This is an optimization exercise on Yosys and OpenROAD, whose aim is small area, not a production implementation. The RTL was checked by simulation tests, not by an equivalence proof against the original design. Power is estimated from default activity; no workload was simulated.

==> run B <==
Design shunt_correlator, start of the top module:
module shunt_correlator (
    input  wire               clk,
    input  wire               rst,          
    input  wire               start,        
    input  wire        [3:0]  bin,          
    input  wire        [23:0] lead,         
    input  wire        [23:0] half,         
    input  wire               s_valid,
    input  wire signed [31:0] s_data,       
    output reg                done,
    output wire signed [63:0] a_i,
    output wire signed [63:0] a_q,
    output wire signed [63:0] b_i,
    output wire signed [63:0] b_q
);
clock: 100.0 ns
lec_check: 0
abc_area: 1
cap_margin: 20
core_margin: 2
core_utilization: 80
place_density: 0.88
slew_margin: 20
synth_memory_max_bits: 32768
standard.sh (not shown) runs the stock make flow with config.mk's settings and CLKGATE_MAP_FILE= SYNTH_SCRIPT=/design/flow/synth_recipe.tcl, a recipe that flattens the netlist after the stock synthesis.
==> flow/flow/run.sh <==
#!/bin/bash
# Standard ORFS layout (the standard.sh, standard synthesis unchanged), with
# floorplan, placement and CTS choices changed:
#  - after floorplan, buffers that ABC added are removed and every logic cell
#    is swapped for the smallest cell of its family (flow/downsize.tcl); the
#    standard repair steps afterwards fix any slew, capacitance or timing need;
#  - every input and output port still gets its own buffer, but a small
#    sky130_fd_sc_hd__buf_1 instead of the default delay-buffer cell;
#  - CTS uses clkbuf_8 in sink clusters of up to 20, without dummy loads.
# Each tool's full output goes to a log file in this folder.
set -euo pipefail
here=$(pwd)
export REMOVE_ABC_BUFFERS=1
export POST_FLOORPLAN_TCL="$here/flow/downsize.tcl"
export BUFFER_PORTS_ARGS="-buffer_cell sky130_fd_sc_hd__buf_1"
export CTS_ARGS="-sink_clustering_enable -repair_clock_nets -dont_use_dummy_load -buf_list sky130_fd_sc_hd__clkbuf_8 -sink_clustering_size 20 -sink_clustering_max_diameter 45"
bash standard.sh synth > synth.log 2>&1
bash standard.sh floorplan > floorplan.log 2>&1
bash standard.sh place > place.log 2>&1
bash standard.sh cts > cts.log 2>&1
bash standard.sh finish > finish.log 2>&1
==> flow/flow/downsize.tcl <==
# Swap every logic cell for the smallest-area cell of the same family
# (same function, e.g. nand2_2 -> nand2_1); later repair steps resize
# anything that then misses a slew, capacitance or timing limit.
set dont_use [split $::env(DONT_USE_CELLS)]
set n_swapped 0
set saved 0.0
foreach inst [get_cells *] {
  set cell [get_property $inst ref_name]
  if {![regexp {^(sky130_fd_sc_hd__[a-z0-9]+)_([0-9]+)$} $cell -> base n]} { continue }
  set lc [get_lib_cells -quiet */$cell]
  if {$lc eq ""} { continue }
  set best $cell
  set best_area [get_property $lc area]
  foreach cand [get_lib_cells */${base}_*] {
    set cname [get_name $cand]
    if {![regexp "^${base}_\[0-9\]+\$" $cname]} { continue }
    if {[lsearch -exact $dont_use $cname] >= 0} { continue }
    set a [get_property $cand area]
    if {$a < $best_area} { set best $cname; set best_area $a }
  }
  if {$best ne $cell} {
    set saved [expr {$saved + [get_property $lc area] - $best_area}]
    replace_cell $inst $best
    incr n_swapped
  }
}
puts "downsize: swapped $n_swapped cells, [format %.1f $saved] um2 less"
==> run H (differences from run B) <==
--- a/flow/flow/run.sh
+++ b/flow/flow/run.sh
@@ -13,7 +13,7 @@
 export REMOVE_ABC_BUFFERS=1
 export POST_FLOORPLAN_TCL="$here/flow/downsize.tcl"
 export BUFFER_PORTS_ARGS="-buffer_cell sky130_fd_sc_hd__buf_1"
-export CTS_ARGS="-sink_clustering_enable -repair_clock_nets -dont_use_dummy_load -buf_list sky130_fd_sc_hd__clkbuf_8 -sink_clustering_size 20 -sink_clustering_max_diameter 45"
+export CTS_ARGS="-sink_clustering_enable -repair_clock_nets -dont_use_dummy_load -buf_list sky130_fd_sc_hd__clkbuf_8 -sink_clustering_buffer sky130_fd_sc_hd__clkbuf_16 -sink_clustering_size 28 -sink_clustering_max_diameter 50"
 bash standard.sh synth > synth.log 2>&1
 bash standard.sh floorplan > floorplan.log 2>&1
 bash standard.sh place > place.log 2>&1
CORE_UTILIZATION = 65   (was 80)
PLACE_DENSITY = 0.75   (was 0.88)
==> run Z (differences from run B) <==
--- a/flow/flow/run.sh
+++ b/flow/flow/run.sh
@@ -13,7 +13,7 @@
 export REMOVE_ABC_BUFFERS=1
 export POST_FLOORPLAN_TCL="$here/flow/downsize.tcl"
 export BUFFER_PORTS_ARGS="-buffer_cell sky130_fd_sc_hd__buf_1"
-export CTS_ARGS="-sink_clustering_enable -repair_clock_nets -dont_use_dummy_load -buf_list sky130_fd_sc_hd__clkbuf_8 -sink_clustering_size 20 -sink_clustering_max_diameter 45"
+export CTS_ARGS="-sink_clustering_enable -repair_clock_nets -dont_use_dummy_load -buf_list sky130_fd_sc_hd__clkbuf_4 -sink_clustering_size 12 -sink_clustering_max_diameter 35"
 bash standard.sh synth > synth.log 2>&1
 bash standard.sh floorplan > floorplan.log 2>&1
 bash standard.sh place > place.log 2>&1
CORE_UTILIZATION = 65   (was 80)
PLACE_DENSITY = 0.75   (was 0.88)
==> results.txt <==
- Routed wire length: run H is larger than run Z (about 1.7%).
- Of run H and run Z, run Z has the higher fmax (gap 0.57%, measured against run Z).
- In die area, run H and run Z do not differ.
- Sequential power is about the same in run Z and run H.
- Combinational power is about the same in run H and run Z.
- In non-clock buffer count, run H and run Z do not differ.
- Register-to-register slack is about the same in run Z and run H.
- In synthesized cell count, run H and run B do not differ.
- Run B never finished: it broke off in 5_1_grt with GRT-0232. Run H passed the timing, DRC and antenna checks. Run Z completed without violations.

-- afterwards: timing with drivers on the ports --
In the flow no input, the clock included, has a driving cell. The finished layouts below were timed again as built, in two steps. Step 1, drivers: a clkbuf_16 drives clk and a buf_2 each remaining input, both assumed. Step 2 times the ports against the registers' clock, not the clock port: input delays grow and output delays shrink by t, the midpoint of the rising clock arrivals with the driver on. Slacks: ideal ports / drivers / drivers and shift; pairs: ideal ports / drivers.
run	t, ns	setup WS [ns]	worst setup path after step 2	slew at the worst register clock pin (ns)	worst slew at a driven data input, ns
run H	0.625	67.716 / 67.744 / 67.119	input to register	0.08 / 0.08	0.10
run Z	0.758	67.899 / 67.924 / 67.166	input to register	0.12 / 0.12	0.10
After both steps setup and hold are still met in every run listed. The setup slack of run Z, which loses most, moves by +0.025 ns with the drivers and by -0.733 ns with both steps.
